Source: an optimization exercise on an open RTL-to-GDS flow (aim: small area, a short achievable clock period and few clock cycles). Production flows keep margins and buffers that such runs may drop. Only simulation tests tie the RTL to the original design; equivalence was not proved. No activity file was given, so power comes from the tool's default toggle rates.

### flow/design.v
module nlm_sorter (
    input  wire               clk,
    input  wire               rst,
    output wire               ready,
    input  wire               wr_en,
    input  wire [4:0]         wr_idx,
    input  wire [15:0]        wr_vcap,
    input  wire               wr_svc,
    input  wire               start,
    input  wire signed [23:0] v_arm,
    input  wire signed [15:0] i_p,
    input  wire [14:0]        i_dead,
    input  wire [15:0]        band,
    input  wire               full_bridge,
    output reg                done,
    output reg  [31:0]        mask,      
    output reg  [5:0]         n_out,
    output reg                neg,
    output reg                dir
);
    localparam N = 32;
    function [31:0] addp;
        input [31:0] a, b;
        input        cin;
        reg   [31:0] g, p, gg, pp, cy;
        integer d, i;
        begin
            g = a & b;
            p = a ^ b;
            gg = g; pp = p;
            for (d = 1; d < 32; d = d * 2)
                for (i = 31; i >= d; i = i - 1) begin
                    gg[i] = gg[i] | (pp[i] & gg[i-d]);
                    pp[i] = pp[i] & pp[i-d];
                end
            cy[0] = cin;
            for (i = 1; i < 32; i = i + 1)
                cy[i] = gg[i-1] | (pp[i-1] & cin);
            addp = p ^ cy;
        end
    endfunction
    reg         pend;            
    reg  [23:0] is_varm;
    reg  [15:0] is_ip;
    reg  [14:0] is_dead;
    reg  [15:0] is_band;
    reg         is_fb;
    reg         busy;            
    reg  [4:0]  cc;              
    localparam [4:0] C_ADD0 = 5'd1,  C_ADDL = 5'd9,    
                     C_INIT = 5'd9,                    
                     C_SRC0 = 5'd10, C_SRCL = 5'd26,   
                     C_CNT  = 5'd27, C_END  = 5'd28;
    reg         tact;            
    reg  [15:0] tv [0:32];
    reg  [32:0] tsvc;
    reg  [5:0]  hd;
    reg         wb_v;
    reg  [4:0]  wb_idx;
    reg  [15:0] wb_val;
    reg         wb_s;
    wire wmatch = wb_v && (hd == {1'b0, wb_idx});
    wire go = pend && !busy && !tact && (hd == 6'd32);
    reg  ready_r;
    assign ready = ready_r;
    wire wr_fire    = ready && wr_en;
    wire start_fire = ready && start && !wr_en;
    wire       wb_v_n   = wr_fire || (wb_v && !wmatch);
    wire [4:0] wb_idx_n = wr_fire ? wr_idx : wb_idx;
    wire [5:0] hd_n     = (hd == 6'd32) ? 6'd0 : hd + 6'd1;
    wire       pend_n   = start_fire || (pend && !go);
    wire       busy_n   = go || (busy && (cc != C_END));
    wire       tact_n   = (busy && cc == C_END) || (tact && tch != 2'd3);
    wire       ready_n  = (!wb_v_n || (hd_n == {1'b0, wb_idx_n})) &&
                          (!pend_n || (!busy_n && !tact_n && hd_n == 6'd32));
    reg  [1:0]  tch;
    reg  [20:0] s_sum;
    reg  [5:0]  m_cnt;
    wire [15:0] s_old = tsvc[0] ? tv[0] : 16'd0;
    wire [15:0] s_new = wb_s ? wb_val : 16'd0;
    wire [20:0] s_x  = s_sum ^ {5'd0, s_new} ^ {5'h1f, ~s_old};
    wire [20:0] s_c  = (s_sum & {5'd0, s_new}) | (s_sum & {5'h1f, ~s_old}) |
                       ({5'd0, s_new} & {5'h1f, ~s_old});
    wire [31:0] s_upd = addp({11'd0, s_x}, {10'd0, s_c, 1'b0}, 1'b1);
    wire [31:0] m_upd = addp({26'd0, m_cnt}, {26'd0, {5{tsvc[0] & !wb_s}}, tsvc[0] ^ wb_s}, 1'b0);
    integer t;
    always @(posedge clk) begin
        for (t = 0; t < 32; t = t + 1)
            tv[t] <= tv[t+1];
        tv[32] <= wmatch ? wb_val : tv[0];
        if (wr_fire) begin
            wb_idx <= wr_idx;
            wb_val <= wr_vcap;
            wb_s   <= wr_svc;
        end
        if (rst) begin
            hd    <= 6'd32;
            wb_v  <= 1'b0;
            tsvc  <= 33'd0;
            s_sum <= 21'd0;
            m_cnt <= 6'd0;
        end else begin
            hd    <= hd_n;
            wb_v  <= wb_v_n;
            tsvc  <= {wmatch ? wb_s : tsvc[0], tsvc[32:1]};
            if (wmatch) begin
                s_sum <= s_upd[20:0];
                m_cnt <= m_upd[5:0];
            end
        end
    end
    reg         pdir;
    reg  [23:0] a_abs;
    reg         r_neg, r_zero, r_d, chg;
    reg         r_dir;
    wire [31:0] dmi = addp({17'd0, is_dead}, {{16{~is_ip[15]}}, ~is_ip}, 1'b1);
    wire [31:0] dpi = addp({17'd0, is_dead}, {{16{is_ip[15]}}, is_ip}, 1'b0);
    wire new_d = dmi[31] ? 1'b1 : dpi[31] ? 1'b0 : pdir;
    wire new_neg = is_fb && is_varm[23];
    wire [31:0] neg_v = addp({8'd0, ~is_varm}, 32'd0, 1'b1);
    reg  [5:0]  mreg;
    reg  [20:0] sreg;
    reg  [29:0] rem;
    reg  [27:0] dd;
    reg  [5:0]  q;
    reg         ovf;
    reg  [5:0]  n_r;
    reg  [25:0] t0, t1, t2;
    wire [31:0] rem_t = addp({2'd0, rem}, {4'hf, ~dd}, 1'b1);           
    wire [31:0] ovf_t = addp({2'd0, rem}, {3'h7, ~dd, 1'b1}, 1'b1);     
    wire [31:0] pp0 = addp({8'd0, mreg[0] ? a_abs : 24'd0}, {7'd0, mreg[1] ? a_abs : 24'd0, 1'b0}, 1'b0);
    wire [31:0] pp1 = addp({8'd0, mreg[2] ? a_abs : 24'd0}, {7'd0, mreg[3] ? a_abs : 24'd0, 1'b0}, 1'b0);
    wire [31:0] pp2 = addp({8'd0, mreg[4] ? a_abs : 24'd0}, {7'd0, mreg[5] ? a_abs : 24'd0, 1'b0}, 1'b0);
    wire [31:0] o0 = {5'd0, t0, 1'b0};
    wire [31:0] o1 = {3'd0, t1, 3'b0};
    wire [31:0] o2 = {1'd0, t2, 5'b0};
    wire [31:0] o3 = {11'd0, sreg};
    wire [31:0] x1s = o0 ^ o1 ^ o2;
    wire [31:0] x1c = {((o0 & o1) | (o0 & o2) | (o1 & o2)), 1'b0};
    wire [31:0] x2s = x1s ^ x1c ^ o3;
    wire [31:0] x2c = {((x1s & x1c) | (x1s & o3) | (x1c & o3)), 1'b0};
    wire [31:0] num32 = addp(x2s, x2c, 1'b0);
    wire [5:0] nsel = (r_zero || sreg == 21'd0 || mreg == 6'd0) ? 6'd0 :
                      (ovf || q > mreg) ? mreg : q;
    reg  [17:0] rk [0:N-1];      
    reg  [N-1:0] rsvc;
    reg  [N-1:0] cy;             
    reg  [N-1:0] bl;             
    reg  [N-1:0] eq;             
    reg  [15:0] bsh;             
    wire adding = busy && (cc >= C_ADD0) && (cc <= C_ADDL);
    wire xm     = !chg && (cc != C_ADDL);    
    reg  srch;                               
    wire last   = (cc == C_SRCL);
    reg  [N-1:0] rk_top, rk_nxt;
    integer c;
    always @(*) begin
        for (c = 0; c < N; c = c + 1) begin
            rk_top[c] = rk[c][16];
            rk_nxt[c] = rk[c][15] | last;
        end
    end
    reg  [N-1:0] ltv;
    wire [N-1:0] ltv_g0 = bl | (eq & ~rk_top & ~rk_nxt);
    wire [N-1:0] ltv_g1 = ltv | (eq & rk_top & ~rk_nxt);
    reg  [7:0] kreg;
    wire [7:0] s_cnt;
    nls_pop32k u_pop (.x(ltv), .k(kreg), .s(s_cnt));
    wire ge = s_cnt[7];
    reg  [5:0] scL;
    always @(posedge clk) begin
        for (c = 0; c < N; c = c + 1) begin
            if (go) begin
                rk[c] <= {2'b00, tv[c+1]};
                cy[c] <= 1'b0;
            end else if (adding) begin : add2
                reg [1:0] ua, ub;
                reg       c1;
                ua = rk[c][1:0] ^ {2{xm}};
                ub = mask[c] ? 2'b00 : bsh[1:0];
                c1 = (ua[0] & ub[0]) | (ua[0] & cy[c]) | (ub[0] & cy[c]);
                rk[c] <= {ua[1] ^ ub[1] ^ c1, ua[0] ^ ub[0] ^ cy[c], rk[c][17:2]};
                cy[c] <= (ua[1] & ub[1]) | (ua[1] & c1) | (ub[1] & c1);
            end else begin
                rk[c] <= {rk[c][16:0], 1'b0};
            end
        end
        if (go)
            rsvc <= tsvc[32:1];
        if (go)
            bsh <= is_band;
        else
            bsh <= {2'b00, bsh[15:2]};
        if (busy && cc == C_INIT) begin
            bl   <= {N{1'b0}};
            eq   <= rsvc;
            ltv  <= rsvc & ~cy;       
            srch <= 1'b1;
        end else if (srch) begin
            if (!ge)
                bl <= ltv;
            eq   <= eq & (ge ? ~rk_top : rk_top);
            ltv  <= ge ? ltv_g0 : ltv_g1;
            srch <= !last;
        end
        if (rst)
            srch <= 1'b0;
    end
    reg  [N-1:0] E;
    reg  [5:0]   rr;
    reg  [7:0] tsel;
    reg  [3:0] tpc;
    integer tj;
    always @(*) begin
        tpc = 4'd0;
        for (tj = 0; tj < 8; tj = tj + 1) begin
            tsel[tj] = E[tj] && ({2'b00, tpc} < rr);
            tpc = tpc + {3'd0, E[tj]};
        end
    end
    always @(posedge clk) begin
        if (rst) begin
            ready_r <= 1'b1;
            pend  <= 1'b0;
            busy  <= 1'b0;
            cc    <= 5'd0;
            pdir  <= 1'b1;
            tact  <= 1'b0;
            done  <= 1'b0;
            mask  <= {N{1'b0}};
            n_out <= 6'd0;
            neg   <= 1'b0;
            dir   <= 1'b1;
        end else begin
            done    <= 1'b0;
            ready_r <= ready_n;
            if (start_fire) begin
                pend    <= 1'b1;
                is_varm <= v_arm;
                is_ip   <= i_p;
                is_dead <= i_dead;
                is_band <= band;
                is_fb   <= full_bridge;
            end else if (go) begin
                pend <= 1'b0;
            end
            if (go) begin
                busy   <= 1'b1;
                cc     <= 5'd1;
                a_abs  <= is_varm[23] ? neg_v[23:0] : is_varm;
                r_neg  <= new_neg;
                r_zero <= !is_fb && is_varm[23];
                r_d    <= new_d;
                chg    <= new_d ^ new_neg;
                mreg   <= m_cnt;
                sreg   <= s_sum;
                r_dir  <= (m_cnt == 6'd0) ? pdir : new_d;
                pdir   <= (m_cnt == 6'd0) ? pdir : new_d;
            end else if (busy) begin
                cc <= cc + 5'd1;
                if (cc == 5'd1) begin
                    t0 <= pp0[25:0];
                    t1 <= pp1[25:0];
                    t2 <= pp2[25:0];
                end
                if (cc == 5'd2) begin
                    rem <= num32[29:0];
                    dd  <= {1'b0, sreg, 6'd0};
                    q   <= 6'd0;
                end
                if (cc >= 5'd3 && cc <= 5'd8) begin
                    if (cc == 5'd3)
                        ovf <= !ovf_t[31];
                    if (!rem_t[31]) begin
                        rem <= rem_t[29:0];
                        q   <= {q[4:0], 1'b1};
                    end else begin
                        q   <= {q[4:0], 1'b0};
                    end
                    dd <= dd >> 1;
                end
                if (cc == C_INIT) begin
                    n_r  <= nsel;
                    kreg <= 8'd128 - {2'b00, nsel};
                end
                if (cc == C_CNT)
                    scL <= s_cnt[5:0];
                if (cc == C_END) begin
                    busy  <= 1'b0;
                    cc    <= 5'd0;
                    E     <= eq;
                    rr    <= 6'd0 - scL;    
                    tch   <= 2'd0;
                    tact  <= 1'b1;
                    mask  <= bl;
                    n_out <= n_r;
                    neg   <= r_neg;
                    dir   <= r_dir;
                end
            end
            if (tact) begin
                mask[8*tch +: 8] <= mask[8*tch +: 8] | tsel;
                rr   <= (rr > {2'b00, tpc}) ? rr - {2'b00, tpc} : 6'd0;
                E    <= E >> 8;
                tch  <= tch + 2'd1;
                if (tch == 2'd3) begin
                    tact <= 1'b0;
                    done <= 1'b1;
                end
            end
        end
    end
endmodule
module nls_pop32k (input wire [31:0] x, input wire [7:0] k, output wire [7:0] s);
    wire w1 = x[0] ^ x[1] ^ x[2];
    wire w2 = (x[0] & x[1]) | (x[0] & x[2]) | (x[1] & x[2]);
    wire w3 = x[3] ^ x[4] ^ x[5];
    wire w4 = (x[3] & x[4]) | (x[3] & x[5]) | (x[4] & x[5]);
    wire w5 = x[6] ^ x[7] ^ x[8];
    wire w6 = (x[6] & x[7]) | (x[6] & x[8]) | (x[7] & x[8]);
    wire w7 = x[9] ^ x[10] ^ x[11];
    wire w8 = (x[9] & x[10]) | (x[9] & x[11]) | (x[10] & x[11]);
    wire w9 = x[12] ^ x[13] ^ x[14];
    wire w10 = (x[12] & x[13]) | (x[12] & x[14]) | (x[13] & x[14]);
    wire w11 = x[15] ^ x[16] ^ x[17];
    wire w12 = (x[15] & x[16]) | (x[15] & x[17]) | (x[16] & x[17]);
    wire w13 = x[18] ^ x[19] ^ x[20];
    wire w14 = (x[18] & x[19]) | (x[18] & x[20]) | (x[19] & x[20]);
    wire w15 = x[21] ^ x[22] ^ x[23];
    wire w16 = (x[21] & x[22]) | (x[21] & x[23]) | (x[22] & x[23]);
    wire w17 = x[24] ^ x[25] ^ x[26];
    wire w18 = (x[24] & x[25]) | (x[24] & x[26]) | (x[25] & x[26]);
    wire w19 = x[27] ^ x[28] ^ x[29];
    wire w20 = (x[27] & x[28]) | (x[27] & x[29]) | (x[28] & x[29]);
    wire w21 = x[30] ^ x[31] ^ k[0];
    wire w22 = (x[30] & x[31]) | (x[30] & k[0]) | (x[31] & k[0]);
    wire w23 = w1 ^ w3 ^ w5;
    wire w24 = (w1 & w3) | (w1 & w5) | (w3 & w5);
    wire w25 = w7 ^ w9 ^ w11;
    wire w26 = (w7 & w9) | (w7 & w11) | (w9 & w11);
    wire w27 = w13 ^ w15 ^ w17;
    wire w28 = (w13 & w15) | (w13 & w17) | (w15 & w17);
    wire w29 = w19 ^ w21;
    wire w30 = w19 & w21;
    wire w31 = w2 ^ w4 ^ w6;
    wire w32 = (w2 & w4) | (w2 & w6) | (w4 & w6);
    wire w33 = w8 ^ w10 ^ w12;
    wire w34 = (w8 & w10) | (w8 & w12) | (w10 & w12);
    wire w35 = w14 ^ w16 ^ w18;
    wire w36 = (w14 & w16) | (w14 & w18) | (w16 & w18);
    wire w37 = w20 ^ w22 ^ k[1];
    wire w38 = (w20 & w22) | (w20 & k[1]) | (w22 & k[1]);
    wire w39 = w23 ^ w25 ^ w27;
    wire w40 = (w23 & w25) | (w23 & w27) | (w25 & w27);
    wire w41 = w24 ^ w26 ^ w28;
    wire w42 = (w24 & w26) | (w24 & w28) | (w26 & w28);
    wire w43 = w30 ^ w31 ^ w33;
    wire w44 = (w30 & w31) | (w30 & w33) | (w31 & w33);
    wire w45 = w35 ^ w37;
    wire w46 = w35 & w37;
    wire w47 = w32 ^ w34 ^ w36;
    wire w48 = (w32 & w34) | (w32 & w36) | (w34 & w36);
    wire w49 = w38 ^ k[2];
    wire w50 = w38 & k[2];
    wire w51 = w40 ^ w41 ^ w43;
    wire w52 = (w40 & w41) | (w40 & w43) | (w41 & w43);
    wire w53 = w42 ^ w44 ^ w46;
    wire w54 = (w42 & w44) | (w42 & w46) | (w44 & w46);
    wire w55 = w47 ^ w49;
    wire w56 = w47 & w49;
    wire w57 = w48 ^ w50 ^ k[3];
    wire w58 = (w48 & w50) | (w48 & k[3]) | (w50 & k[3]);
    wire w59 = w52 ^ w53 ^ w55;
    wire w60 = (w52 & w53) | (w52 & w55) | (w53 & w55);
    wire w61 = w54 ^ w56 ^ w57;
    wire w62 = (w54 & w56) | (w54 & w57) | (w56 & w57);
    wire w63 = w62 ^ w58 ^ k[4];
    wire w64 = (w62 & w58) | (w62 & k[4]) | (w58 & k[4]);
    wire [7:0] ra = {k[7], k[6], w64, w63, w60, w59, w51, w39};
    wire [7:0] rb = {1'b0, 1'b0, k[5], 1'b0, w61, 1'b0, w45, w29};
    wire [7:0] g0 = ra & rb, p0 = ra ^ rb;
    wire [7:0] g1 = g0 | ((p0 & {g0[6:0], 1'b0}));
    wire [7:0] p1 = p0 & {p0[6:0], 1'b0};
    wire [7:0] g2 = g1 | ((p1 & {g1[5:0], 2'b0}));
    wire [7:0] p2 = p1 & {p1[5:0], 2'b0};
    wire [7:0] g3 = g2 | ((p2 & {g2[3:0], 4'b0}));
    assign s = p0 ^ {g3[6:0], 1'b0};
endmodule
### flow/run.sh
#!/bin/bash
# synth_recipe.tcl (not shown) runs the flow's synth.tcl, then flattens the netlist and writes it again
# the make line also repeats each setting of config.mk as NAME=value (left out here)
make -C /OpenROAD-flow-scripts/flow DESIGN_CONFIG=/design/flow/config.mk WORK_HOME=/design/flow/orfs CLKGATE_MAP_FILE= SYNTH_SCRIPT=/design/flow/synth_recipe.tcl finish
### flow/config.mk
export PLATFORM = sky130hd
export DESIGN_NAME = nlm_sorter
export DESIGN_NICKNAME = nlm_sorter
export VERILOG_FILES = /design/flow/design.v
export SDC_FILE = /design/flow/constraint.sdc
export NUM_CORES = 4
export LEC_CHECK = 0
export CAP_MARGIN = 40
export CORE_MARGIN = 2
export CORE_UTILIZATION = 25
export PLACE_DENSITY = 0.35
export SLEW_MARGIN = 40
### flow/constraint.sdc
create_clock -name core_clock -period 12.0 [get_ports {clk}]
set_input_delay 2.4000 -clock core_clock [delete_from_list [all_inputs] [get_ports {clk}]]
set_output_delay 2.4000 -clock core_clock [all_outputs]
set_load 0.01 [all_outputs]
==> metrics.md, run 1 <==
| Metric | Value |
|---|---|
| Status | finished clean |
| Port bufs | 139 |
| Relative slew slack | 45.1% |
| CP top delay family | adder cells |
| DRC Markers | 0 |
| Critical Path AT | 6.79 ns |
| Post-synth EDFFs | 440 |
| Slowest-stage cell, CP | buf_4 |
| Via count | 50300 |
| CTS tree | yes |
| Wirelength, routed | 212000 um |
| Syn avg cell area | 9.80 um^2 |
| First-pass GRT wire length | 324000 um |
| Max Cap Viol | 0 |
| Htree depth | 4 |
| Crit end category | flip-flop |
| Most common cell after layout, fill and taps aside | nand2_1 |
| Gr ovfl total | 0 |
| Mapped Area | 72300 um^2 |
| CTS buffer count | 202 |
| Ys flop type | dfxtp_1 |
| Hold WC Path Type | flip-flop to flip-flop |
| Async S/R FF share, synth | 0% |
| Worst path cell trace | fa_1 -> fa_1 -> inv_1 -> fa_1 -> fa_1 -> inv_1 -> fa_1 -> ha_1 -> a31oi_1 -> nor2b_1 -> a21oi_1 -> nor2b_1 -> xnor2_2 -> buf_4 -> nand2_1 -> buf_4 -> nand2_1 -> a21oi_1 |
| Buf+Inv Stages, Crit Path | 4 |
| VDD IR max | 0.114 mV |
| Commonest non-fill, non-tap cells in the layout | nand2_1, dfxtp_1, nor2_1 |
| Max Clk Rate | 165 MHz |
| GRT Total Usage | 14.2% |
| Total power | 15.3 mW |
| Setup_tns | 0 ns |
| RePlAce Congestion | 0.775 |
| Die ar. | 293000 um^2 |
| Post-CTS resize count | 0 |
| I/O pin count | 140 |
| Starting Density | 25.1% |
| Most frequent CP cell | fa_1 |
| Clk buf depth | 4 |
| Final setup fails | 0 |
| Reg clk slew, reported paths | 0.06 ns |
| TritonCTS Sinks | 1748 |
| CP Class | flip-flop to flip-flop |
| Post-CTS setup repair buffer count | 0 |
| Clock Skews | 0.0969 ns |
| Critical Path RT | 12.74 ns |
| Antenna Nets Post-Route | 0 |
| Seq cells post-synth | 1748 |
| Final worst-path cycle share | 50.4% |
| Share of post-route cells with drive strength above 1 | 6.42% |
| Syn_nets | 7906 |
| Hold_buf cts | 0 |
| Horiz. Die Dim | 542 um |
| Sequential share of the synthesized area | 54.5% |
| Drt wl/cell | 18.6 um |
| R2R Setup Slk | 5.95 ns |
| Leak | 34.0 nW |
| Synthesis-to-finish area growth | 17.1% |
| RSZ-0062 raised after global routing | no |
| Crit-path max FO | 42 |
| Iter 0 DRT Violations | 2875 |
| Worst-Margin Slew | 0.824 ns |
| Gate Count Post-Synth | 7371 |
| Initial antenna violation count | 10 |
| CP Launch Type | flip-flop |
| Core outline area | 288000 um^2 |
| Critical Path Max Stage Delay | 0.66 ns |
| Vias in the first global route | 51300 |
| Final hold violations | 0 |
| Post-route minimum period | 6.05 ns |
| Cell variety after synth | 78 |
| Final Max Slew Viols | 0 |
| Power Dens Cells | 181 nW/um^2 |
| Root buffer cell | clkbuf_16 |
| Pre-antenna DRT Iters | 5 |
| Nets | 7939 |
| Largest net degree at the start of global routing | 211 |
| Clk Latency, worst-skew pair | 0.90 ns |
| Die Y | 542 um |
| Avg Vias per Cell | 4.43 |
| Synth warn | 3 |
| Site row count | 197 |
| HPWL after detailed placement | 147000 um |
==> cells in the mapped netlist (49+ instances only) <==
library cell	count	area share [%]
inv_1	274	1.4
edfxtp_1	440	18
mux2_2	49	0.76
nor2_1	688	3.6
and2_1	180	1.6
a31oi_1	534	4.6
o21ai_0	153	1.1
a21o_1	72	0.75
dfxtp_1	1308	36
ha_1	280	4.8
xor2_1	117	1.4
xnor2_1	164	2.0
nand2_1	1612	8.4
fa_1	157	4.3
clkbuf_1	355	1.8
nor2b_1	134	1.2
a21oi_1	350	2.4
==> flip-flops by register name, summed over array words and instances, names as in the netlist, 16 cells and up <==
register and cells:
tv 528, t0 26, sreg 21, rk 576, s_sum 21, a_abs 24, bl 32, wb_val 16
bsh 16, ltv 32, t1 26, is_varm 24, eq 32, is_ip 16, rem 30, is_band 16
mask 32, cy 32, dd 27, tsvc 33, t2 25, rsvc 32, E 32
==> worst register-to-register path, delay by kind of cell, from the launching register on <==
| kind | cells | cell delay [ns] |
|---|---|---|
| simple gates | 4 | 1.13 |
| xor+xnor | 1 | 0.14 |
| fa+ha+maj | 6 | 2.75 |
| compound gates | 3 | 0.26 |
| buf+inv | 4 | 1.20 |
| flops | 1 | 0.43 |
==> layout make-up <==
| type | instances | area, um^2 |
|---|---|---|
| Timing Repair Buffer | 212 | 2200 |
| Antenna cell | 6 | 15.0 |
| Multi-Input combinational cell | 4965 | 30500 |
| Fill cell | 30100 | 203000 |
| Tap cell | 3781 | 4730 |
| Inverter | 275 | 1040 |
| Clock buffer | 303 | 5980 |
| Sequential cell | 1748 | 39400 |
| Clock inverter | 67 | 691 |
==> layer usage <==
layer	share of wire, %	wire length (um)	track usage [%]
met1	48	101000	19.2
met2	47	99900	24.0
met3	3.2	6730	1.92
met5	0	0	0
met4	2.0	4230	3.23
==> path summary, 6_finish.rpt <==
check / endpoint / cells after the start / startpoint
worst max-delay path: bl[29]$_SDFFE_PP0P_ / 18 / ltv[15]$_DFFE_PP_
worst min-delay path: tv[15][3]$_DFF_P_ / 0 / tv[16][3]$_DFF_P_
worst max register to register: bl[29]$_SDFFE_PP0P_ / 18 / ltv[15]$_DFFE_PP_
worst min register to register: tv[15][3]$_DFF_P_ / 0 / tv[16][3]$_DFF_P_
==> power breakdown <==
group / total, mW / leakage (nW) / internal [mW] / switching (mW)
registers: 7.50 / 14.7 / 6.90 / 0.595
clock network: 6.22 / 3.29 / 3.66 / 2.56
logic: 1.61 / 15.9 / 0.772 / 0.841
==> through the flow <==
step           hold slack, ns  area (um^2)  util [%]  std cells  setup WS (ns)
4_1_cts                 0.322        84500      29.4      11300           5.86
2_1_floorplan           0.331        72300         -       7371           1.65
3_3_place_gp            0.339        77600      27.0      11000           5.88
6_report                0.332        84600      29.4      11400           5.95
3_5_place_dp            0.336        77800      27.0      11000           5.85
5_1_grt                 0.329        84600      29.4      11400           5.53
==> logic make-up after synthesis <==
| group | Yosys count | synth area share, % |
|---|---|---|
| adder cells (fa/ha/maj) | 437 | 9.20 |
| buffers and inverters | 658 | 3.44 |
| AND/OR/NAND/NOR | 2801 | 16.3 |
| multiplexers | 102 | 1.64 |
| flip-flops | 1748 | 54.5 |
| AO/OA/AOI/OAI | 1344 | 11.5 |
| XOR/XNOR | 281 | 3.41 |
Testbench counts, summed over its fixed seeds: cycles 12,936.
==> run 2: changes to the inputs <==
--- a/flow/design.v
+++ b/flow/design.v
@@ -47,10 +47,10 @@
     reg         is_fb;
     reg         busy;            
     reg  [4:0]  cc;              
-    localparam [4:0] C_ADD0 = 5'd1,  C_ADDL = 5'd9,    
-                     C_INIT = 5'd9,                    
-                     C_SRC0 = 5'd10, C_SRCL = 5'd26,   
-                     C_CNT  = 5'd27, C_END  = 5'd28;
+    localparam [4:0] C_ADD0 = 5'd1,  C_ADDL = 5'd8,    
+                     C_INIT = 5'd8,                    
+                     C_SRC0 = 5'd9,  C_SRCL = 5'd25,   
+                     C_CNT  = 5'd26, C_END  = 5'd27;
     reg         tact;            
     reg  [15:0] tv [0:32];
     reg  [32:0] tsvc;
@@ -142,24 +142,37 @@
     wire [31:0] num32 = addp(x2s, x2c, 1'b0);
     wire [5:0] nsel = (r_zero || sreg == 21'd0 || mreg == 6'd0) ? 6'd0 :
                       (ovf || q > mreg) ? mreg : q;
-    reg  [17:0] rk [0:N-1];      
+    reg  [15:0] rk [0:N-1];      
     reg  [N-1:0] rsvc;
     reg  [N-1:0] cy;             
-    reg  [N-1:0] bl;             
-    reg  [N-1:0] eq;             
+    reg  [N-1:0] cy_n;
+    reg  [N-1:0] blp, ltvp, eqp, topp;
+    reg          gp;
+    wire [N-1:0] bl = gp ? blp : ltvp;
+    wire [N-1:0] eq = eqp & (gp ? ~topp : topp);
     reg  [15:0] bsh;             
     wire adding = busy && (cc >= C_ADD0) && (cc <= C_ADDL);
-    wire xm     = !chg && (cc != C_ADDL);    
+    wire xm     = !chg;                      
     reg  srch;                               
     wire last   = (cc == C_SRCL);
     reg  [N-1:0] rk_top, rk_nxt;
     integer c;
     always @(*) begin
         for (c = 0; c < N; c = c + 1) begin
-            rk_top[c] = rk[c][16];
+            rk_top[c] = cy[c];
             rk_nxt[c] = rk[c][15] | last;
         end
     end
+    always @(*) begin
+        for (c = 0; c < N; c = c + 1) begin : cyo
+            reg [1:0] ua, ub;
+            reg       c1;
+            ua = rk[c][1:0] ^ {2{xm}};
+            ub = mask[c] ? 2'b00 : bsh[1:0];
+            c1 = (ua[0] & ub[0]) | (ua[0] & cy[c]) | (ub[0] & cy[c]);
+            cy_n[c] = (ua[1] & ub[1]) | (ua[1] & c1) | (ub[1] & c1);
+        end
+    end
     reg  [N-1:0] ltv;
     wire [N-1:0] ltv_g0 = bl | (eq & ~rk_top & ~rk_nxt);
     wire [N-1:0] ltv_g1 = ltv | (eq & rk_top & ~rk_nxt);
@@ -171,7 +184,7 @@
     always @(posedge clk) begin
         for (c = 0; c < N; c = c + 1) begin
             if (go) begin
-                rk[c] <= {2'b00, tv[c+1]};
+                rk[c] <= tv[c+1];
                 cy[c] <= 1'b0;
             end else if (adding) begin : add2
                 reg [1:0] ua, ub;
@@ -179,10 +192,11 @@
                 ua = rk[c][1:0] ^ {2{xm}};
                 ub = mask[c] ? 2'b00 : bsh[1:0];
                 c1 = (ua[0] & ub[0]) | (ua[0] & cy[c]) | (ub[0] & cy[c]);
-                rk[c] <= {ua[1] ^ ub[1] ^ c1, ua[0] ^ ub[0] ^ cy[c], rk[c][17:2]};
-                cy[c] <= (ua[1] & ub[1]) | (ua[1] & c1) | (ub[1] & c1);
+                rk[c] <= {ua[1] ^ ub[1] ^ c1, ua[0] ^ ub[0] ^ cy[c], rk[c][15:2]};
+                cy[c] <= cy_n[c];
             end else begin
-                rk[c] <= {rk[c][16:0], 1'b0};
+                rk[c] <= {rk[c][14:0], 1'b0};
+                cy[c] <= rk[c][15];
             end
         end
         if (go)
@@ -192,16 +206,25 @@
         else
             bsh <= {2'b00, bsh[15:2]};
         if (busy && cc == C_INIT) begin
-            bl   <= {N{1'b0}};
-            eq   <= rsvc;
-            ltv  <= rsvc & ~cy;       
+            blp  <= {N{1'b0}};
+            eqp  <= rsvc;
+            gp   <= 1'b1;
+            topp <= {N{1'b0}};
+            ltv  <= rsvc & ~cy_n;     
             srch <= 1'b1;
         end else if (srch) begin
-            if (!ge)
-                bl <= ltv;
-            eq   <= eq & (ge ? ~rk_top : rk_top);
+            blp  <= bl;
+            ltvp <= ltv;
+            eqp  <= eq;
+            topp <= rk_top;
+            gp   <= ge;
             ltv  <= ge ? ltv_g0 : ltv_g1;
             srch <= !last;
+        end else begin
+            blp  <= bl;
+            eqp  <= eq;
+            gp   <= 1'b1;
+            topp <= {N{1'b0}};
         end
         if (rst)
             srch <= 1'b0;
@@ -265,10 +288,10 @@
                 end
                 if (cc == 5'd2) begin
                     rem <= num32[29:0];
-                    dd  <= {1'b0, sreg, 6'd0};
+                    dd  <= {2'b0, sreg, 5'd0};
                     q   <= 6'd0;
                 end
-                if (cc >= 5'd3 && cc <= 5'd8) begin
+                if (cc >= 5'd3 && cc <= 5'd7) begin
                     if (cc == 5'd3)
                         ovf <= !ovf_t[31];
                     if (!rem_t[31]) begin
==> run 2 against run 1 <==
Against the previous run: synthesized cell count shrank 1.2%; register-to-register slack better by 0.93 ns; clock skew about the same.
==> metrics.md, run 2 <==
| Metric | Value |
|---|---|
| Initial antenna violation count | 10 |
| Share of power burned in registers | 48.1% |
| Port bufs | 139 |
| CTS buffer count | 206 |
| Crit-path max FO | 36 |
| Vias in the first global route | 51000 |
| Critical Path Max Stage Delay | 0.57 ns |
| Via count | 50400 |
| Slowest-stage cell, CP | fa_1 |
| Yosys top cell by area | dfxtp_1 |
| Share of post-route cells with drive strength above 1 | 6.47% |
| DRC Markers | 0 |
| Synth warn | 3 |
| CP Class | flip-flop to flip-flop |
| R2R Setup Slk | 6.88 ns |
| Starting Density | 25.1% |
| Horiz. Die Dim | 542 um |
| Synth top area share | 36.3% |
| Post-route minimum period | 5.12 ns |
| Top-count cell post-synth | nand2_1 |
| Seq cells post-synth | 1748 |
| Setup_tns | 0 ns |
| RSZ-0062 raised after global routing | no |
| Reg clk slew, reported paths | 0.06 ns |
| Switch Pwr | 4.19 mW |
| R2r endpoint | ltv[3]$_DFFE_PP_ |
| Power Dens Cells | 185 nW/um^2 |
| VDD IR max | 0.122 mV |
| Worst path cell trace | fa_1 -> fa_1 -> inv_1 -> fa_1 -> fa_1 -> inv_1 -> fa_1 -> ha_1 -> a31oi_1 -> nor2b_1 -> a21oi_1 -> nand2b_1 -> xnor2_2 -> buf_4 -> nor2_1 -> a21oi_1 -> o21ai_0 |
| Post-CTS resize count | 0 |
| Ys flop type | dfxtp_1 |
| Largest Register | tv |
| Fillers | 29800 |
| Worst-Margin Slew | 0.809 ns |
| I/O pin count | 140 |
| Hold WC Path Type | flip-flop to flip-flop |
| Crit end category | flip-flop |
| CP Launch Type | flip-flop |
| Wirelength, routed | 218000 um |
| Sequential share of the synthesized area | 54.5% |
| Critical Path AT | 5.64 ns |
| First-pass GRT wire length | 332000 um |
| Core outline area | 288000 um^2 |
| Synth area leaders | dfxtp_1, edfxtp_1, nand2_1 |
| Antenna Nets Post-Route | 0 |
| Gate Count Post-Synth | 7279 |
| Pint | 11.4 mW |
| Root buffer cell | clkbuf_16 |
| Dpl cell area | 77800 um^2 |
| GRT Total Usage | 14.7% |
| Pre-antenna DRT Iters | 8 |
| Final worst-path cycle share | 42.7% |
| Final setup fails | 0 |
| Leak | 33.9 nW |
| CP top delay family | adder cells |
| Max Cap Viol | 0 |
| Final instance area | 84600 um^2 |
| Placed insts | 10900 |
| Hold_buf cts | 0 |
| Max Clk Rate | 195 MHz |
| Worst min-delay path startpoint | tv[1][0]$_DFF_P_ |
| TritonCTS Sinks | 1748 |
| Clock power share | 40.4% |
| Total power | 15.6 mW |
| Avg Vias per Cell | 4.47 |
| Post-synth EDFFs | 439 |
| Drt wl/cell | 19.3 um |
| Reg2Reg Launch Point | ltv[9]$_DFFE_PP_ |
| Crit path launch | ltv[9]$_DFFE_PP_ |
| CP Depth | 17 |
| Hold Path End | tv[0][0]$_DFF_P_ |
| Commonest non-fill, non-tap cells in the layout | nand2_1, dfxtp_1, nor2_1 |
| Synthesis-to-finish area growth | 17.1% |
| Die ar. | 293000 um^2 |
| Status | finished clean |
| Relative slew slack | 45.6% |
| Mapped Area | 72200 um^2 |
| Sw frac | 26.8% |
| Final cell count without fillers | 11300 |
| Clk Latency, worst-skew pair | 0.89 ns |
| Final hold violations | 0 |
| Largest net degree at the start of global routing | 216 |
| Combinational Power Share | 11.5% |
| Final worst slack | 6.88 ns |
| Iter 0 DRT Violations | 2983 |
| Biggest registers after layout | tv: 528 flops, rk: 512 flops, tsvc: 33 flops |
| Htree depth | 4 |
| Critical Path RT | 12.52 ns |
| RePlAce Congestion | 0.780 |
| Most common library cells after synthesis | nand2_1, dfxtp_1, nor2_1 |
| Buf+Inv Stages, Crit Path | 3 |
| Most frequent CP cell | fa_1 |
| Die Y | 542 um |
| Gr ovfl total | 0 |
| Cell variety after synth | 80 |
| Hold path depth | 0 |
| Site row count | 197 |
| Syn_nets | 7814 |
| Worst R2R Path Depth | 17 |
| Async S/R FF share, synth | 0% |
| HPWL after detailed placement | 152000 um |
| Syn avg cell area | 9.93 um^2 |
| Clk buf depth | 4 |
| Most common cell after layout, fill and taps aside | nand2_1 |
| Post-CTS setup repair buffer count | 0 |
| Place WS | 6.90 ns |
| Nets | 7853 |
| Clock Skews | 0.0967 ns |
| Max reg flops | 528 |
| CTS tree | yes |
| Final Max Slew Viols | 0 |
## run 2: changes by cell type after synthesis, moves of 29 or more
cell      previous run  this run
nor2_1             688       782
and3_1              21        62
nor3_1              29        78
a21oi_1            350       297
clkbuf_1           355       290
o21ai_0            153       212
inv_1              274       230
a31oi_1            534       505
o41ai_1              5        36
nand2_1           1612      1334
buf_2                9        70
## run 2: worst max path at each step
stage / to / slack [ns]
2_1_floorplan: is_band[0]$_DFFE_PP_ / 1.91
3_3_place_gp: ltv[17]$_DFFE_PP_ / 6.87
3_5_place_dp: ltv[8]$_DFFE_PP_ / 6.90
4_1_cts: ltv[5]$_DFFE_PP_ / 6.81
5_1_grt: ltv[0]$_DFFE_PP_ / 6.53
6_report: ltv[3]$_DFFE_PP_ / 6.88
## run 2: layer usage
layer	global-route usage (%)	up-vias	wire [um]
met5	0	-	13
met4	3.63	2	4590
met3	1.74	264	6640
met2	23.9	704	100000
met1	20.5	24300	106000
li1	-	25100	-
## run 2: power groups by stage
stage	sequential (mW)	clock [mW]	combinational, mW
finish	7.52	6.31	1.81
global route	7.63	6.76	2.10
CTS	7.53	6.54	1.84
detailed placement	7.65	0	1.83
global placement	7.66	0	1.79
floorplan	7.37	0	1.41
## run 2: final cells by class
type / count / area (um^2) / share of cell area, %
inverter: 232 / 876 / 1.03
tap: 3781 / 4730 / 5.59
clock buffer: 306 / 6150 / 7.27
timing repair buffer: 212 / 2250 / 2.65
multi-input combinational: 4918 / 30600 / 36.2
antenna: 4 / 10.0 / 0.0118
clock inverter: 69 / 617 / 0.729
sequential: 1748 / 39400 / 46.6
## run 2: cells by family (layout without fill, tap and decap cells)
| kind of cell | after synthesis | count (layout) | share of synthesized area [%] |
|---|---|---|---|
| compound gates | 1361 | 1361 | 11.8 |
| xor+xnor | 274 | 274 | 3.32 |
| fa+ha+maj | 437 | 437 | 9.20 |
| buf+inv | 613 | 819 | 3.31 |
| flops | 1748 | 1748 | 54.5 |
| mux | 82 | 82 | 1.31 |
| other cells | 0 | 4 | 0 |
| simple gates | 2764 | 2764 | 16.6 |
## run 2: stage by stage
stage	utilization (%)	hold WS, ns
2_1_floorplan	-	0.331
3_3_place_gp	26.9	0.341
3_5_place_dp	27.0	0.343
4_1_cts	29.4	0.327
5_1_grt	29.4	0.339
6_report	29.4	0.324
Testbench counts of run 2, summed over its fixed seeds: cycles 12,928.
==> run 3: changes to the inputs <==
==> flow/config.mk (replaced) <==
export PLATFORM = sky130hd
export DESIGN_NAME = nlm_sorter
export DESIGN_NICKNAME = nlm_sorter
export VERILOG_FILES = /design/flow/design.v
export SDC_FILE = /design/flow/constraint.sdc
export NUM_CORES = 4
export LEC_CHECK = 0
export CAP_MARGIN = 20
export CORE_MARGIN = 2
export CORE_UTILIZATION = 50
export PLACE_DENSITY = 0.65
export SLEW_MARGIN = 20
==> run 3 against run 2 <==
Against the previous run: clock skew down 0.055 ns; sequential cell count unchanged; design area down 4.5%; maximum frequency down 4.1%; synthesized area unchanged; synthesized cell count unchanged; combinational power down 4%; non-clock buffer count down 26; cell count down 17%; setup slack worse by 0.22 ns; die area down 50%; sequential power about the same; largest cell class unchanged.
==> metrics.md, run 3 <==
| Metric | Value |
|---|---|
| Root buffer cell | clkbuf_16 |
| Crit-path max FO | 65 |
| Post-route minimum period | 5.34 ns |
| Iter 0 DRT Violations | 4077 |
| Top-count cell post-synth | nand2_1 |
| Max reg flops | 528 |
| Max Clk Rate | 187 MHz |
| Worst R2R Path Depth | 17 |
| Horiz. Die Dim | 384 um |
| Final setup fails | 0 |
| Via count | 51100 |
| Met1 GRT Util | 33.7% |
| Port bufs | 139 |
| Most common cell after layout, fill and taps aside | nand2_1 |
| Reg clk slew, reported paths | 0.06 ns |
| Share of post-route cells with drive strength above 1 | 5.27% |
| Async S/R FF share, synth | 0% |
| Post-CTS resize count | 0 |
| Gate Count Post-Synth | 7279 |
| Vias in the first global route | 49200 |
| Leak | 33.1 nW |
| CTS buffer count | 174 |
| Final worst-path cycle share | 44.5% |
| Cell variety after synth | 80 |
| Worst-Margin Slew | 1.25 ns |
| Mapped Area | 72200 um^2 |
| Seq cells post-synth | 1748 |
| Post-synth EDFFs | 439 |
| Most Used Layer, Global Route | met2 |
| DRC Markers | 0 |
| Fillers | 12400 |
| Core outline area | 143000 um^2 |
| CP Class | flip-flop to flip-flop |
| RSZ-0062 raised after global routing | no |
| Clock Skews | 0.0417 ns |
| Max Cap Viol | 0 |
| Pre-antenna DRT Iters | 6 |
| CTS tree | yes |
| Synthesis-to-finish area growth | 11.9% |
| VDD IR max | 0.137 mV |
| Syn avg cell area | 9.93 um^2 |
| Clk buf depth | 3 |
| Final worst slack | 6.66 ns |
| Final cell count without fillers | 9308 |
| Status | finished clean |
| Site row count | 139 |
| Final Max Slew Viols | 0 |
| Hold path depth | 0 |
| Largest Register | tv |
| Ys flop type | dfxtp_1 |
| Synth top area share | 36.3% |
| Most common library cells after synthesis | nand2_1, dfxtp_1, nor2_1 |
| Critical Path AT | 5.85 ns |
| Gr ovfl total | 0 |
| Relative slew slack | 16.3% |
| Commonest non-fill, non-tap cells in the layout | nand2_1, dfxtp_1, nor2_1 |
| Wirelength, routed | 175000 um |
| Place WS | 6.71 ns |
| Antenna Nets Post-Route | 0 |
| Met3 Track Usage GR | 3.20% |
| Hold_buf cts | 0 |
| Die ar. | 148000 um^2 |
| Biggest registers after layout | tv: 528 flops, rk: 512 flops, tsvc: 33 flops |
| Power Dens Cells | 182 nW/um^2 |
| GRT Total Usage | 23.7% |
| Hold WC Path Type | flip-flop to flip-flop |
| I/O pin count | 140 |
| Critical Path RT | 12.51 ns |
| Nets | 7795 |
| Avg Vias per Cell | 5.49 |
| Global-route track usage on met2 | 38.0% |
| Drt wl/cell | 18.8 um |
| Setup_tns | 0 ns |
| Largest net degree at the start of global routing | 285 |
| Placed insts | 8986 |
| RePlAce Congestion | 0.888 |
| Total power | 14.7 mW |
| First-pass GRT wire length | 279000 um |
| Final instance area | 80800 um^2 |
| Htree depth | 4 |
| Clk Latency, worst-skew pair | 0.82 ns |
| HPWL after detailed placement | 121000 um |
| CP Launch Type | flip-flop |
| Synth warn | 3 |
| Sequential share of the synthesized area | 54.5% |
| Yosys top cell by area | dfxtp_1 |
| Crit end category | flip-flop |
| Dpl cell area | 75000 um^2 |
| Initial antenna violation count | 6 |
| Die Y | 384 um |
| Post-CTS setup repair buffer count | 0 |
| Syn_nets | 7814 |
| Starting Density | 50.4% |
| Final hold violations | 0 |
| TritonCTS Sinks | 1748 |
| Synth area leaders | dfxtp_1, edfxtp_1, nand2_1 |
[run 3: cell counts after synthesis]
No cell type changed its count.
[run 3: path summary, 6_finish.rpt]
check | slack [ns] | endpoint | from
hold reg to reg | 0.34 | tv[17][10]$_DFF_P_ | tv[18][10]$_DFF_P_
hold / removal | 0.34 | tv[17][10]$_DFF_P_ | tv[18][10]$_DFF_P_
setup reg to reg | 6.66 | ltv[21]$_DFFE_PP_ | ltv[9]$_DFFE_PP_
setup / recovery | 6.66 | ltv[21]$_DFFE_PP_ | ltv[9]$_DFFE_PP_
[run 3: per-stage QoR]
| stage | utilization, % | hold slack (ns) |
|---|---|---|
| 6_report | 56.3 | 0.345 |
| 5_1_grt | 56.3 | 0.351 |
| 4_1_cts | 56.3 | 0.345 |
| 3_5_place_dp | 52.3 | 0.339 |
| 3_3_place_gp | 52.3 | 0.335 |
| 2_1_floorplan | - | 0.331 |
[run 3: per-layer routing]
layer | vias up | share of wire, %
li1 | 24900 | -
met1 | 24800 | 47
met2 | 1181 | 46
met3 | 237 | 4.9
met4 | 2 | 2.0
met5 | - | 0.0074
[run 3: kinds of logic (layout without fill, tap and decap cells)]
family | after synthesis | after routing | synth area share (%)
AOI/OAI and AO/OA | 1361 | 1361 | 11.8
xor gates and xnor gates | 274 | 274 | 3.32
adders and majority gates | 437 | 437 | 9.20
buffers and inverters | 613 | 737 | 3.31
DFF | 1748 | 1748 | 54.5
muxes | 82 | 82 | 1.31
other | 0 | 2 | 0
and+or+nand+nor | 2764 | 2764 | 16.6
[run 3: power breakdown]
part	total (mW)	switching [mW]	internal, mW
Combinational	1.74	0.922	0.822
Clock	5.44	2.33	3.12
Sequential	7.51	0.614	6.90
Total	14.7	3.86	10.8
[run 3: layout make-up]
type	count	area, um^2	area share [%]
multi-input cells	4918	30600	37.8
flip-flops and latches	1748	39400	48.7
diodes	2	5.00	0.00619
well taps	1903	2380	2.95
repair buffers	186	1820	2.25
clock buffers	263	5190	6.42
inverters	232	876	1.08
clock inverters	56	598	0.740
[run 3: worst max-delay path: stages (launching register included)]
cell and delay, ns:
edfxtp_1 0.43, fa_1 0.52, fa_1 0.50, inv_1 0.09, fa_1 0.47, fa_1 0.52, inv_1 0.05, fa_1 0.40
ha_1 0.33, a31oi_1 0.18, nor2b_1 0.09, a21oi_1 0.15, nand2b_1 0.16, xnor2_2 0.11, buf_4 0.55, mux2i_1 0.19
a21oi_1 0.14, o21ai_0 0.10
==> run 4: changes to the inputs <==
--- a/flow/design.v
+++ b/flow/design.v
@@ -41,8 +41,8 @@
     endfunction
     reg         pend;            
     reg  [23:0] is_varm;
-    reg  [15:0] is_ip;
-    reg  [14:0] is_dead;
+    reg         is_gt;           
+    reg         is_lt;           
     reg  [15:0] is_band;
     reg         is_fb;
     reg         busy;            
@@ -60,7 +60,8 @@
     reg  [15:0] wb_val;
     reg         wb_s;
     wire wmatch = wb_v && (hd == {1'b0, wb_idx});
-    wire go = pend && !busy && !tact && (hd == 6'd32);
+    reg  go_r;
+    wire go = go_r;             
     reg  ready_r;
     assign ready = ready_r;
     wire wr_fire    = ready && wr_en;
@@ -110,12 +111,11 @@
         end
     end
     reg         pdir;
-    reg  [23:0] a_abs;
     reg         r_neg, r_zero, r_d, chg;
     reg         r_dir;
-    wire [31:0] dmi = addp({17'd0, is_dead}, {{16{~is_ip[15]}}, ~is_ip}, 1'b1);
-    wire [31:0] dpi = addp({17'd0, is_dead}, {{16{is_ip[15]}}, is_ip}, 1'b0);
-    wire new_d = dmi[31] ? 1'b1 : dpi[31] ? 1'b0 : pdir;
+    wire [31:0] dmi = addp({17'd0, i_dead}, {{16{~i_p[15]}}, ~i_p}, 1'b1);
+    wire [31:0] dpi = addp({17'd0, i_dead}, {{16{i_p[15]}}, i_p}, 1'b0);
+    wire new_d = is_gt ? 1'b1 : is_lt ? 1'b0 : pdir;
     wire new_neg = is_fb && is_varm[23];
     wire [31:0] neg_v = addp({8'd0, ~is_varm}, 32'd0, 1'b1);
     reg  [5:0]  mreg;
@@ -125,16 +125,14 @@
     reg  [5:0]  q;
     reg         ovf;
     reg  [5:0]  n_r;
-    reg  [25:0] t0, t1, t2;
     wire [31:0] rem_t = addp({2'd0, rem}, {4'hf, ~dd}, 1'b1);           
     wire [31:0] ovf_t = addp({2'd0, rem}, {3'h7, ~dd, 1'b1}, 1'b1);     
-    wire [31:0] pp0 = addp({8'd0, mreg[0] ? a_abs : 24'd0}, {7'd0, mreg[1] ? a_abs : 24'd0, 1'b0}, 1'b0);
-    wire [31:0] pp1 = addp({8'd0, mreg[2] ? a_abs : 24'd0}, {7'd0, mreg[3] ? a_abs : 24'd0, 1'b0}, 1'b0);
-    wire [31:0] pp2 = addp({8'd0, mreg[4] ? a_abs : 24'd0}, {7'd0, mreg[5] ? a_abs : 24'd0, 1'b0}, 1'b0);
-    wire [31:0] o0 = {5'd0, t0, 1'b0};
-    wire [31:0] o1 = {3'd0, t1, 3'b0};
-    wire [31:0] o2 = {1'd0, t2, 5'b0};
-    wire [31:0] o3 = {11'd0, sreg};
+    reg  [26:0] a_sh;            
+    reg  [2:0]  m_sh;            
+    wire [31:0] o0 = {4'd0, m_sh[0] ? a_sh : 27'd0, 1'b0};
+    wire [31:0] o1 = {3'd0, m_sh[1] ? a_sh : 27'd0, 2'b0};
+    wire [31:0] o2 = {2'd0, m_sh[2] ? a_sh : 27'd0, 3'b0};
+    wire [31:0] o3 = (cc == 5'd1) ? {11'd0, sreg} : {2'd0, rem};
     wire [31:0] x1s = o0 ^ o1 ^ o2;
     wire [31:0] x1c = {((o0 & o1) | (o0 & o2) | (o1 & o2)), 1'b0};
     wire [31:0] x2s = x1s ^ x1c ^ o3;
@@ -229,7 +227,7 @@
         if (rst)
             srch <= 1'b0;
     end
-    reg  [N-1:0] E;
+    wire [7:0]   E = eqp[8*tch +: 8];
     reg  [5:0]   rr;
     reg  [7:0] tsel;
     reg  [3:0] tpc;
@@ -237,13 +235,14 @@
     always @(*) begin
         tpc = 4'd0;
         for (tj = 0; tj < 8; tj = tj + 1) begin
-            tsel[tj] = E[tj] && ({2'b00, tpc} < rr);
+            tsel[tj] = E[tj] && ((rr[5:3] != 3'd0) || (tpc[2:0] < rr[2:0]));
             tpc = tpc + {3'd0, E[tj]};
         end
     end
     always @(posedge clk) begin
         if (rst) begin
             ready_r <= 1'b1;
+            go_r    <= 1'b0;
             pend  <= 1'b0;
             busy  <= 1'b0;
             cc    <= 5'd0;
@@ -257,11 +256,12 @@
         end else begin
             done    <= 1'b0;
             ready_r <= ready_n;
+            go_r    <= pend_n && !busy_n && !tact_n && (hd_n == 6'd32);
             if (start_fire) begin
                 pend    <= 1'b1;
                 is_varm <= v_arm;
-                is_ip   <= i_p;
-                is_dead <= i_dead;
+                is_gt   <= dmi[31];
+                is_lt   <= dpi[31];
                 is_band <= band;
                 is_fb   <= full_bridge;
             end else if (go) begin
@@ -270,7 +270,8 @@
             if (go) begin
                 busy   <= 1'b1;
                 cc     <= 5'd1;
-                a_abs  <= is_varm[23] ? neg_v[23:0] : is_varm;
+                a_sh   <= {3'd0, is_varm[23] ? neg_v[23:0] : is_varm};
+                m_sh   <= m_cnt[2:0];
                 r_neg  <= new_neg;
                 r_zero <= !is_fb && is_varm[23];
                 r_d    <= new_d;
@@ -282,9 +283,9 @@
             end else if (busy) begin
                 cc <= cc + 5'd1;
                 if (cc == 5'd1) begin
-                    t0 <= pp0[25:0];
-                    t1 <= pp1[25:0];
-                    t2 <= pp2[25:0];
+                    rem  <= num32[29:0];
+                    a_sh <= {a_sh[23:0], 3'd0};
+                    m_sh <= mreg[5:3];
                 end
                 if (cc == 5'd2) begin
                     rem <= num32[29:0];
@@ -311,7 +312,6 @@
                 if (cc == C_END) begin
                     busy  <= 1'b0;
                     cc    <= 5'd0;
-                    E     <= eq;
                     rr    <= 6'd0 - scL;    
                     tch   <= 2'd0;
                     tact  <= 1'b1;
@@ -324,7 +324,6 @@
             if (tact) begin
                 mask[8*tch +: 8] <= mask[8*tch +: 8] | tsel;
                 rr   <= (rr > {2'b00, tpc}) ? rr - {2'b00, tpc} : 6'd0;
-                E    <= E >> 8;
                 tch  <= tch + 2'd1;
                 if (tch == 2'd3) begin
                     tact <= 1'b0;
==> flow/config.mk (replaced) <==
export PLATFORM = sky130hd
export DESIGN_NAME = nlm_sorter
export DESIGN_NICKNAME = nlm_sorter
export VERILOG_FILES = /design/flow/design.v
export SDC_FILE = /design/flow/constraint.sdc
export NUM_CORES = 4
export LEC_CHECK = 0
export CAP_MARGIN = 40
export CORE_MARGIN = 2
export CORE_UTILIZATION = 25
export PLACE_DENSITY = 0.35
export SLEW_MARGIN = 40
==> run 4 against run 3 <==
Against the previous run: still clean on timing, DRC and antenna; wire length increased by 9.0%; worst hold slack worse by 0.022 ns; first-iteration DRC count decreased by 43%; sequential share of layout area down 2.9 points; global-route usage fell by 9.4 points; critical endpoint is now rr[2]$_DFFE_PP_; largest cell class unchanged.
==> metrics.md, run 4 <==
| Metric | Value |
|---|---|
| Horiz. Die Dim | 517 um |
| Power Dens Cells | 151 nW/um^2 |
| Setup_tns | 0 ns |
| RePlAce Congestion | 0.800 |
| Max reg flops | 528 |
| Syn_nets | 6720 |
| Post-synth EDFFs | 307 |
| Final core utilization | 29.5% |
| Root buffer cell | clkbuf_16 |
| Via count | 43000 |
| Port bufs | 139 |
| CP Launch Type | flip-flop |
| Combinational Power Share | 3.5% |
| Largest Register | tv |
| Share of power burned in registers | 48.2% |
| Crit end category | flip-flop |
| Crit-path max FO | 24 |
| Critical Path AT | 6.23 ns |
| Clock Skews | 0.0579 ns |
| Vias in the first global route | 44100 |
| DR top layer | met4 |
| Ys flop type | dfxtp_1 |
| Iter 0 DRT Violations | 2320 |
| Wirelength, routed | 191000 um |
| Seq cells post-synth | 1617 |
| Final hold violations | 0 |
| Final cell count without fillers | 9998 |
| Synth area leaders | dfxtp_1, edfxtp_1, mux2i_1 |
| Largest net degree at the start of global routing | 156 |
| TritonCTS Sinks | 1617 |
| Die ar. | 268000 um^2 |
| Cell variety after synth | 83 |
| Share of post-route cells with drive strength above 1 | 6.51% |
| Nets | 6785 |
| Site row count | 188 |
| GRT Total Usage | 14.3% |
| Placed insts | 9650 |
| Reg clk slew, reported paths | 0.06 ns |
| WL met2 | 83500 um |
| I/O pin count | 140 |
| Sequential share of the synthesized area | 53.8% |
| VDD IR max | 0.105 mV |
| Worst-Margin Slew | 0.904 ns |
| Post-CTS setup repair buffer count | 0 |
| Clk Latency, worst-skew pair | 0.85 ns |
| Final worst-path cycle share | 47.5% |
| Pint | 8.99 mW |
| Synth top area share | 39.8% |
| Mapped Area | 65800 um^2 |
| Gr ovfl total | 0 |
| Met1 wire length | 97700 um |
| Antenna Nets Post-Route | 0 |
| Die Y | 517 um |
| Slowest-stage cell, CP | mux4_2 |
| Relative slew slack | 39.3% |
| Critical Path Max Stage Delay | 0.62 ns |
| Synthesis-to-finish area growth | 17.5% |
| Post-route minimum period | 5.69 ns |
| Hold WC Path Type | flip-flop to flip-flop |
| Syn avg cell area | 10.5 um^2 |
| Clock power share | 48.3% |
| RSZ-0062 raised after global routing | no |
| First-pass GRT wire length | 291000 um |
| Most frequent CP cell | ha_1 |
| Commonest non-fill, non-tap cells in the layout | dfxtp_1, nand2_1, o21ai_0 |
| Switch Pwr | 2.66 mW |
| Final Max Slew Viols | 0 |
| Clk buf depth | 3 |
| Starting Density | 25.1% |
| Pre-antenna DRT Iters | 8 |
| Max Clk Rate | 176 MHz |
| CP Class | flip-flop to flip-flop |
| Most common library cells after synthesis | dfxtp_1, nand2_1, o21ai_0 |
| Leak | 30.6 nW |
| Post-CTS resize count | 0 |
| Yosys top cell by area | dfxtp_1 |
| Final setup fails | 0 |
| Final worst slack | 6.31 ns |
| Critical Path RT | 12.54 ns |
| Gate Count Post-Synth | 6260 |
| Top-count cell post-synth | dfxtp_1 |
| HPWL after detailed placement | 136000 um |
| Most common cell after layout, fill and taps aside | dfxtp_1 |
| Worst path cell trace | buf_4 -> mux4_2 -> fa_1 -> ha_1 -> fa_1 -> ha_1 -> ha_1 -> ha_1 -> ha_1 -> xnor2_1 -> ha_1 -> a21o_1 -> a21oi_1 -> a41oi_1 -> o31ai_1 -> o22ai_1 |
| Avg Vias per Cell | 4.30 |
| Synth warn | 3 |
| Max Cap Viol | 0 |
| Status | finished clean |
| Biggest registers after layout | tv: 528 flops, rk: 512 flops, tsvc: 33 flops |
| Initial antenna violation count | 15 |
| Place WS | 6.38 ns |
| Sw frac | 22.9% |
| Core outline area | 262000 um^2 |
| Met3 routed WL | 6240 um |
| Async S/R FF share, synth | 0% |
| DRC Markers | 0 |
| Hold_buf cts | 0 |
| CTS tree | yes |
| Htree depth | 4 |
| Drt wl/cell | 19.1 um |
| CTS buffer count | 184 |
==> run 4: cell types whose count changed in the layout (fill, tap and decap cells not counted), moves of 37 or more <==
cell,change
nor2_1,-549
mux2i_1,+490
a31oi_1,-481
o21ai_0,+480
nand2_1,-356
edfxtp_1,-132
and2_1,-105
ha_1,-84
xnor2_1,-56
a21oi_1,-37
==> run 4: metal layers <==
metal  GRT usage, %  vias to the layer above
met1           21.0                    20600
met2           22.0                      568
met5              0                        -
met3           2.07                      210
li1               -                    21600
met4           3.42                        0
==> run 4: power by group through the flow <==
| stage | sequential (mW) | combinational, mW | clock (mW) |
|---|---|---|---|
| floorplan | 5.71 | 0.291 | 0 |
| detailed placement | 5.74 | 0.415 | 0 |
| global placement | 5.74 | 0.413 | 0 |
| finish | 5.62 | 0.410 | 5.62 |
| global route | 5.62 | 0.468 | 6.05 |
| CTS | 5.62 | 0.419 | 5.85 |
==> run 4: cell families (layout without fill, tap and decap cells) <==
family                   after synthesis  in the layout  share of synthesized area, %
adder cells (fa/ha/maj)              362            362                          8.77
buffers and inverters                562            780                          3.28
multiplexers                         583            583                          9.22
XOR/XNOR                             213            213                          2.83
AND/OR/NAND/NOR                     1704           1704                          11.6
other                                  0              5                             0
AO/OA/AOI/OAI                       1219           1219                          10.5
flip-flops                          1617           1617                          53.8
==> run 4: stage by stage <==
| step | hold WS, ns | area [um^2] | total power [mW] |
|---|---|---|---|
| after floorplan | 0.331 | 65800 | 6.00 |
| after global placement | 0.341 | 70900 | 6.15 |
| after detailed placement | 0.340 | 71200 | 6.15 |
| after CTS | 0.334 | 77300 | 11.9 |
| after global routing | 0.341 | 77300 | 12.1 |
| final | 0.323 | 77300 | 11.7 |
==> run 4: critical path, delay by kind of cell, from the launching register on <==
kind	cells	cell delay (ns)
flops	1	0.32
fa+ha+maj	8	2.81
buf+inv	1	0.30
compound gates	5	1.14
mux	1	0.62
xor+xnor	1	0.19
==> run 4: final cells by class <==
cell class              instances  area, um^2
clock inverters                47         684
repair buffers                205        2140
clock buffers                 292        5430
multi-input cells            4081       28300
fillers                     27000      185000
flip-flops and latches       1617       35500
well taps                    3515        4400
inverters                     236         886
diodes                          5        12.5
==> run 4: final timing paths <==
path / to / cells after the start / startpoint / slack [ns]
max: rr[2]$_DFFE_PP_ / 16 / tch[0]$_SDFFCE_PN0P_ / 6.31
min: tv[31][8]$_DFF_P_ / 0 / tv[32][8]$_DFF_P_ / 0.32
max reg2reg: rr[2]$_DFFE_PP_ / 16 / tch[0]$_SDFFCE_PN0P_ / 6.31
min reg2reg: tv[31][8]$_DFF_P_ / 0 / tv[32][8]$_DFF_P_ / 0.32
Testbench counts of run 4, summed over its fixed seeds: cycles 12,928.

separate check: timing with driven ports:
In the flow no input, the clock included, has a driving cell. The finished layouts below were timed again as built, in two steps.
Step 1 assumes that a clkbuf_16 drives the clock port and a buf_2 every other input.
Step 2 adds t to the input delays and takes it off the output delays; t is the mean of the earliest and latest rising clock arrival at the registers after step 1. Input paths then give back, and output paths get back, about the clock's delay inside the block.
Slacks: ideal ports / drivers / drivers and shift; pairs: ideal ports / drivers.
run | t (ns) | slack for setup (ns) | worst setup path at the end | latest minus earliest clock arrival (ns)
run 1 | 0.953 | 5.954 / 5.954 / 5.954 | register to register | 0.103 / 0.103
run 2 | 0.929 | 6.881 / 6.881 / 6.881 | register to register | 0.099 / 0.099
run 3 | 0.875 | 6.665 / 6.665 / 6.665 | register to register | 0.042 / 0.042
run 4 | 0.906 | 6.306 / 6.306 / 6.306 | register to register | 0.072 / 0.071
After both steps setup and hold are still met in every run listed.
